What follows belongs to an exercise in optimizing a design on an open flow for small area; a production flow would make more cautious choices.
For this run, only the layout was checked, not whether the RTL still works.

==> flow/design.v <==
module sns_slot (
    input  wire               clk,
    input  wire               rst,
    input  wire               bit_valid,
    input  wire               bit_in,
    input  wire               last_of_tick,    
    input  wire               last_of_oct,     
    input  wire               en,
    input  wire               fast_en,
    input  wire signed [23:0] offset,
    input  wire        [23:0] gain,
    input  wire        [7:0]  dly,
    input  wire               st1,             
    input  wire               st2,
    input  wire               st3,
    output reg                smp_valid,
    output reg                smp_ovr,
    output reg  signed [23:0] smp_z,
    output reg                fast_valid,
    output reg  signed [15:0] fast_f,
    output wire               stuck
);
    localparam signed [24:0] ZMAX = 25'sd8388607;
    localparam signed [24:0] ZMIN = -25'sd8388608;
    reg  signed [31:0] i1, i2, i3;
    reg  signed [31:0] d1, d2, d3;
    wire signed [31:0] x32 = bit_in ? 32'sd1 : -32'sd1;
    wire signed [31:0] i1_n = i1 + x32;
    wire signed [31:0] i2_n = i2 + i1_n;
    wire signed [31:0] i3_n = i3 + i2_n;
    always @(posedge clk) begin
        if (rst) begin
            i1 <= 32'sd0;
            i2 <= 32'sd0;
            i3 <= 32'sd0;
        end else if (bit_valid) begin
            i1 <= i1_n;
            i2 <= i2_n;
            i3 <= i3_n;
        end
    end
    reg  signed [15:0] j1, j2, e1, e2;
    wire signed [15:0] x16 = bit_in ? 16'sd1 : -16'sd1;
    wire signed [15:0] j1_n = j1 + x16;
    wire signed [15:0] j2_n = j2 + j1_n;
    wire signed [15:0] k1 = j2_n - e1;
    wire signed [15:0] k2 = k1 - e2;
    wire signed [25:0] f_raw = ($signed({{10{k2[15]}}, k2}) <<< 9) - {{10{offset[23]}}, offset[23:8]};
    wire signed [15:0] f_sat = (f_raw > 26'sd32767)  ? 16'sd32767 :
                               (f_raw < -26'sd32768) ? -16'sd32768 : f_raw[15:0];
    always @(posedge clk) begin
        if (rst) begin
            j1 <= 16'sd0;
            j2 <= 16'sd0;
            e1 <= 16'sd0;
            e2 <= 16'sd0;
        end else if (bit_valid) begin
            j1 <= j1_n;
            j2 <= j2_n;
            if (last_of_oct) begin
                e1 <= j2_n;
                e2 <= k1;
            end
        end
    end
    reg  [7:0] run;
    reg        last_bit;
    reg  [8:0] ok_cnt;
    reg        r32_tick;        
    reg  [1:0] r32_hist;        
    wire [7:0] run_n    = (bit_in == last_bit) ? ((run == 8'd255) ? 8'd255 : run + 8'd1) : 8'd1;
    wire       r128_n   = run_n >= 8'd128;
    wire       r32_n    = run_n >= 8'd32;
    wire [8:0] ok_cnt_n = r128_n ? 9'd0 : ((ok_cnt == 9'd256) ? 9'd256 : ok_cnt + 9'd1);
    assign stuck = run >= 8'd128;
    reg pres_p1, ovr_p1, pres_p2, ovr_p2;
    always @(posedge clk) begin
        if (rst) begin
            run      <= 8'd0;
            last_bit <= 1'b0;
            ok_cnt   <= 9'd0;
            r32_tick <= 1'b0;
            r32_hist <= 2'b00;
            pres_p1  <= 1'b0;
            ovr_p1   <= 1'b0;
        end else if (bit_valid) begin
            run      <= run_n;
            last_bit <= bit_in;
            ok_cnt   <= ok_cnt_n;
            if (last_of_tick) begin
                r32_tick <= 1'b0;
                r32_hist <= {r32_hist[0], r32_tick | r32_n};
                pres_p1  <= en && (ok_cnt_n == 9'd256);
                ovr_p1   <= r32_tick | r32_n | (|r32_hist);
            end else begin
                r32_tick <= r32_tick | r32_n;
            end
        end
    end
    always @(posedge clk) begin
        if (rst) begin
            fast_valid <= 1'b0;
            fast_f     <= 16'sd0;
        end else if (bit_valid && last_of_oct) begin
            fast_valid <= en && fast_en && (ok_cnt_n >= 9'd15);
            fast_f     <= (en && fast_en && (ok_cnt_n >= 9'd15)) ? f_sat : 16'sd0;
        end
    end
    wire signed [31:0] c1 = i3 - d1;
    wire signed [31:0] c2 = c1 - d2;
    wire signed [31:0] c3 = c2 - d3;
    wire signed [36:0] c3x32 = $signed({{5{c3[31]}}, c3}) <<< 5;
    wire signed [24:0] y = (c3x32 > 37'sd8388607) ? ZMAX : c3x32[24:0];
    wire signed [25:0] a_full = y - offset;
    wire signed [24:0] a = (a_full > 26'sd8388607) ? ZMAX :
                           (a_full < -26'sd8388608) ? ZMIN : a_full[24:0];
    reg signed [24:0] a_r;
    always @(posedge clk) begin
        if (rst) begin
            d1 <= 32'sd0;
            d2 <= 32'sd0;
            d3 <= 32'sd0;
            a_r <= 25'sd0;
            pres_p2 <= 1'b0;
            ovr_p2  <= 1'b0;
        end else if (st1) begin
            d1 <= i3;
            d2 <= c1;
            d3 <= c2;
            a_r <= a;
            pres_p2 <= pres_p1;
            ovr_p2  <= ovr_p1;
        end
    end
    wire        a_neg = a_r[24];
    wire [23:0] a_mag = a_neg ? (~a_r[23:0] + 24'd1) : a_r[23:0];    
    wire [47:0] p_mag = a_mag * gain;
    wire [25:0] q_mag = (p_mag + 48'd2097152) >> 22;
    wire signed [24:0] g = a_neg ? ((q_mag > 26'd8388608) ? ZMIN : -$signed({1'b0, q_mag[23:0]}))
                                 : ((q_mag > 26'd8388607) ? ZMAX : $signed({1'b0, q_mag[23:0]}));
    reg signed [24:0] g_r;
    reg               pres_p3, ovr_p3;
    always @(posedge clk) begin
        if (rst) begin
            g_r     <= 25'sd0;
            pres_p3 <= 1'b0;
            ovr_p3  <= 1'b0;
        end else if (st2) begin
            g_r     <= g;
            pres_p3 <= pres_p2;
            ovr_p3  <= ovr_p2;
        end
    end
    reg  signed [24:0] g_prev;
    wire signed [25:0] dg = g_r - g_prev;
    wire signed [34:0] dp = dg * $signed({1'b0, dly});
    wire signed [26:0] dsh = dp >>> 8;
    wire signed [26:0] z = g_r - dsh;
    always @(posedge clk) begin
        if (rst) begin
            g_prev    <= 25'sd0;
            smp_valid <= 1'b0;
            smp_ovr   <= 1'b0;
            smp_z     <= 24'sd0;
        end else if (st3) begin
            g_prev    <= g_r;
            smp_valid <= pres_p3;
            smp_ovr   <= pres_p3 & ovr_p3;
            smp_z     <= pres_p3 ? z[23:0] : 24'sd0;
        end
    end
endmodule
module sns_lane (
    input  wire         clk,
    input  wire         rst,
    input  wire         grp_valid,
    input  wire [7:0]   grp,
    input  wire         cfg_we,
    input  wire [2:0]   cfg_slot,
    input  wire [1:0]   cfg_sel,      
    input  wire [23:0]  cfg_wdata,
    output wire         smp_strobe,
    output wire [7:0]   smp_valid,
    output wire [7:0]   smp_ovr,
    output wire [191:0] smp_z,
    output reg          fast_strobe,
    output wire [7:0]   fast_valid,
    output wire [127:0] fast_f,
    output wire [7:0]   stuck
);
    reg [7:0]  cfg_en;
    reg [7:0]  cfg_fast;
    reg [23:0] cfg_off  [0:7];
    reg [23:0] cfg_gain [0:7];
    reg [7:0]  cfg_dly  [0:7];
    wire [23:0] gain_clamped = (cfg_wdata < 24'h200000) ? 24'h200000 : cfg_wdata;
    integer k;
    always @(posedge clk) begin
        if (rst) begin
            cfg_en   <= 8'd0;
            cfg_fast <= 8'd0;
            for (k = 0; k < 8; k = k + 1) begin
                cfg_off[k]  <= 24'd0;
                cfg_gain[k] <= 24'h400000;
                cfg_dly[k]  <= 8'd130;
            end
        end else if (cfg_we) begin
            case (cfg_sel)
                2'd0: begin
                    cfg_en[cfg_slot]   <= cfg_wdata[0];
                    cfg_fast[cfg_slot] <= cfg_wdata[1];
                end
                2'd1: cfg_off[cfg_slot]  <= cfg_wdata;
                2'd2: cfg_gain[cfg_slot] <= gain_clamped[23] ? 24'h7FFFFF : gain_clamped;
                2'd3: cfg_dly[cfg_slot]  <= cfg_wdata[7:0];
            endcase
        end
    end
    reg [5:0] phase;
    reg       st1, st2, st3, st4;
    wire last_of_tick = (phase == 6'd63);
    wire last_of_oct  = (phase[2:0] == 3'd7);
    always @(posedge clk) begin
        if (rst) begin
            phase       <= 6'd0;
            st1         <= 1'b0;
            st2         <= 1'b0;
            st3         <= 1'b0;
            st4         <= 1'b0;
            fast_strobe <= 1'b0;
        end else begin
            if (grp_valid)
                phase <= phase + 6'd1;
            st1         <= grp_valid && last_of_tick;
            st2         <= st1;
            st3         <= st2;
            st4         <= st3;
            fast_strobe <= grp_valid && last_of_oct;
        end
    end
    assign smp_strobe = st4;
    genvar m;
    generate
        for (m = 0; m < 8; m = m + 1) begin : g_slot
            sns_slot u_slot (
                .clk          (clk),
                .rst          (rst),
                .bit_valid    (grp_valid),
                .bit_in       (grp[m]),
                .last_of_tick (last_of_tick),
                .last_of_oct  (last_of_oct),
                .en           (cfg_en[m]),
                .fast_en      (cfg_fast[m]),
                .offset       (cfg_off[m]),
                .gain         (cfg_gain[m]),
                .dly          (cfg_dly[m]),
                .st1          (st1),
                .st2          (st2),
                .st3          (st3),
                .smp_valid    (smp_valid[m]),
                .smp_ovr      (smp_ovr[m]),
                .smp_z        (smp_z[24*m +: 24]),
                .fast_valid   (fast_valid[m]),
                .fast_f       (fast_f[16*m +: 16]),
                .stuck        (stuck[m])
            );
        end
    endgenerate
endmodule
==> flow/run.sh <==
#!/bin/bash
# synth_recipe.tcl (not shown) runs the flow's synth.tcl, then flattens the netlist and writes it again
# the make line also repeats each setting of config.mk as NAME=value (left out here)
make -C /OpenROAD-flow-scripts/flow DESIGN_CONFIG=/design/flow/config.mk WORK_HOME=/design/flow/orfs CLKGATE_MAP_FILE= SYNTH_SCRIPT=/design/flow/synth_recipe.tcl finish
==> flow/config.mk <==
export PLATFORM = sky130hd
export DESIGN_NAME = sns_lane
export DESIGN_NICKNAME = sns_lane
export VERILOG_FILES = /design/flow/design.v
export SDC_FILE = /design/flow/constraint.sdc
export NUM_CORES = 8
export LEC_CHECK = 0
export CAP_MARGIN = 20
export CORE_MARGIN = 2
export CORE_UTILIZATION = 40
export SLEW_MARGIN = 20
==> flow/constraint.sdc <==
create_clock -name core_clock -period 14.0 [get_ports {clk}]
set_input_delay 2.8000 -clock core_clock [delete_from_list [all_inputs] [get_ports {clk}]]
set_output_delay 2.8000 -clock core_clock [all_outputs]
set_load 0.01 [all_outputs]
==> run notes <==
status=no timing/DRC/antenna violations; nets in the synthesized netlist=63938; multiplexer area fraction after synthesis=3.858%; gpl congestion=0.9026; die width=1074 µm; Layout Cells excl Fill=69271; critical path's top delay family=compound AO/OA/AOI/OAI gates; antenna violations before repair=139; maximum root-to-sink buffer count=5; Std-Cell Core Area=1140000 µm²; DR DRC count=0; leading cell type in the layout, fill and taps excluded=inv_1; CTS HTree Levels=5; root cell of the clock tree=clkbuf_16; slew at the pin closest to its max-slew limit=1.263 ns; Post-Place Setup Slack=0.9218 ns; commonest register cell after synthesis=dfxtp_1; number of synthesized register bits=3675; die extent in y=1074 µm; Crit Path Max Fanout=21; setup repair after global routing missed its margin=no; via count of the first global-routing pass=354065; ys async rst share=0%; EDFF count, synth=440; Final #Nets=63393; CTS buffer count=466; minimum clock period=13.00 ns; number of top-level design ports=395; total of endpoints with negative setup slack in the final report=0; number of hold buffers added after cts=0; fraction of layout instances using a drive strength above 1=3.817%; pin count of the biggest net entering global routing=214; Post-Synth XOR/XNOR Area=5.641%; global route overflow=0; antenna viol nets, final=0; total number of vias=362429; total number of placement rows=392; placed cells=68161; synthesized area=457500 µm²; layout-stage area growth over the synthesis result=8.772%; die area=1152000 µm²; Worst setup SP type=register; clock tree from TritonCTS=yes; synthesized-area fraction occupied by ao, oa, aoi and oai cells=12.42%; HPWL after detailed placement=1022000 µm; final number of hold-violating endpoints=0; required time of the critical path=15.05 ns; slowest cell on the critical path=o41ai_1; fraction of the mapped netlist area in adder cells=35.23%; number of warning messages in the yosys log=2; mean instance size in the synthesized netlist=8.470 µm²; all-layer global routing usage=22.88%; kind of end point of the critical path=register; category of the most critical setup path=reg2reg; Filler Cell Count=113408; register area=77990 µm²; total routed wirelength=1338000 µm; number of DRC violations after detailed-routing iteration 0=25369; sequential share of the synthesized area=17.04%; DR WL/cell=19.32 µm; synthesized-area fraction occupied by and/or/nand/nor cells=17.49%; mean number of vias per cell=5.232; post-route clock period utilization=92.86%; Max Cap Violations=0; most numerous cell on the critical path=a21oi_1; effective utilization at floorplan=40.14%; most frequent cells in the layout=inv_1 (8054), nand2_1 (5537), fa_1 (5008); Clock Pin Slew Worst Setup and Hold Paths=0.06 ns; count of buffers inserted at the top-level ports=394; timing-limited maximum frequency=76.92 MHz; clock latency reported for the late side of the worst-skew pair=1.14 ns; total negative setup slack=0 ns; Final Worst Setup Slack=0.9995 ns; Hold Path Class=reg2reg; cell count after synthesis=54020; first-pass GRT wire length=2085000 µm; longest individual stage delay on the worst path=0.66 ns; total clock sinks=3675; multi-input logic area=344200 µm²; setup skew after layout=0.1014 ns; synth unique cells=109; First-pass DRT Iterations=9; crit path buf inv count=4; dominant combinational cell family by area after synthesis=adder cells; Critical Path AT=14.05 ns; Max-slew headroom=15.21%; total count of max-transition violations in the final report=0
[path summary, 6_finish.rpt]
check	start	to	slack [ns]	depth (start not counted)
worst max register to register	g_slot[3].u_slot.d1[0]	g_slot[3].u_slot.a_r[17]	1.0	52
worst min-delay path	g_slot[0].u_slot.pres_p1	g_slot[0].u_slot.pres_p1	0.44	2
worst max-delay path	g_slot[3].u_slot.d1[0]	g_slot[3].u_slot.a_r[17]	1.0	52
worst min register to register	g_slot[0].u_slot.pres_p1	g_slot[0].u_slot.pres_p1	0.44	2
[cells by family (layout without fill, tap and decap cells)]
family / count (synthesis) / count (layout)
buffers and inverters: 10115 / 9966
and+or+nand+nor: 17017 / 17017
adders and majority gates: 9877 / 9877
AOI/OAI and AO/OA: 8655 / 8655
DFF: 3675 / 3675
other: 0 / 231
xor gates and xnor gates: 2922 / 2922
muxes: 1759 / 1759
[sequential cells by signal, indices dropped and copies added, names as in the netlist, 192 cells and up]
| register | count |
|---|---|
| g_slot.u_slot.g_r | 200 |
| g_slot.u_slot.d2 | 256 |
| g_slot.u_slot.g_prev | 200 |
| g_slot.u_slot.d3 | 256 |
| g_slot.u_slot.i2 | 256 |
| cfg_off | 192 |
| g_slot.u_slot.i3 | 256 |
| g_slot.u_slot.a_r | 200 |
| g_slot.u_slot.d1 | 256 |
| g_slot.u_slot.i1 | 256 |
| g_slot.u_slot.smp_z | 192 |
[layout make-up]
class	instances	share of cell area [%]
multi-input combinational	40230	69.16
inverter	8071	6.094
sequential	3675	15.67
antenna	231	0.1162
tap	15169	3.814
timing repair buffer	1031	1.823
clock inverter	243	0.6187
clock buffer	621	2.700
[layer usage]
metal  vias to the layer above  routed length (µm)  track usage [%]
met1                    175497              624900            32.53
met3                      1562              105300            4.689
li1                     175694                   -                -
met5                         -                 390          0.06987
met2                      9630              567500            34.93
met4                        46               39960            6.946
[per-stage QoR]
stage | instance area (µm²) | utilization [%] | hold slack (ns)
after floorplan | 457500 | - | 0.4221
after global placement | 480100 | 42.12 | 0.4367
after detailed placement | 480200 | 42.13 | 0.4378
after CTS | 496800 | 43.58 | 0.4477
after global routing | 497300 | 43.63 | 0.4635
final | 497700 | 43.66 | 0.4436
[worst reg2reg max path: cells and delay by family (launching register included)]
| kind | cells | cell delay, ns |
|---|---|---|
| and+or+nand+nor | 5 | 1.20 |
| xor gates and xnor gates | 4 | 0.62 |
| DFF | 1 | 0.33 |
| AOI/OAI and AO/OA | 33 | 8.42 |
| adders and majority gates | 6 | 1.83 |
| buffers and inverters | 4 | 0.49 |
[Yosys cell counts, drive strengths merged, types with 77 or more instances]
master | n | area share (%)
a211o | 91 | 0.17
a211oi | 453 | 0.75
a21boi | 292 | 0.48
a21o | 850 | 1.4
a21oi | 2437 | 2.7
a221o | 137 | 0.30
a221oi | 82 | 0.16
a22o | 174 | 0.33
a22oi | 175 | 0.29
a311oi | 86 | 0.16
a31oi | 266 | 0.36
and2 | 3042 | 4.2
and3 | 331 | 0.45
buf | 194 | 0.19
clkbuf | 1850 | 1.5
dfxtp | 3235 | 14
edfxtp | 440 | 2.9
fa | 5008 | 22
ha | 4869 | 13
inv | 8066 | 6.6
mux2i | 1725 | 3.8
nand2 | 5543 | 4.5
nand2b | 459 | 0.63
nand3 | 660 | 0.72
nand3b | 77 | 0.13
nand4 | 165 | 0.23
nor2 | 4638 | 3.8
nor2b | 480 | 0.66
nor3 | 758 | 0.83
nor4 | 125 | 0.18
o211ai | 184 | 0.30
o21a | 436 | 0.72
o21ai | 1637 | 1.8
o21bai | 297 | 0.49
o31ai | 173 | 0.28
o41ai | 93 | 0.18
or2 | 162 | 0.22
or3 | 265 | 0.36
xnor2 | 2091 | 4.0
xor2 | 816 | 1.6
[repair_timing]
action	4_1_cts	5_1_grt
setup buffers	0	0
resized for setup	0	1
setup endpoints to repair	0	21

what the ideal ports hide:
How much do the figures lean on ideal ports? The routed layout below was timed once more, with nothing changed but the port constraints.
Step 1 assumes that a clkbuf_16 drives the clock port and a buf_2 every other input.
Step 2 also shifts input and output timing later by t, the mid clock arrival at the registers, as if the neighbouring blocks saw the same clock.
Three values: ideal, step 1, step 2; two values: the first two.
t (ns): 1.268
setup WS [ns]: 0.999 / 0.999 / 0.999
worst setup path after step 2: register to register
After both steps setup and hold are still met in this run. The setup slack of this run moves by 0.000 ns with the drivers and by 0.000 ns with both steps.
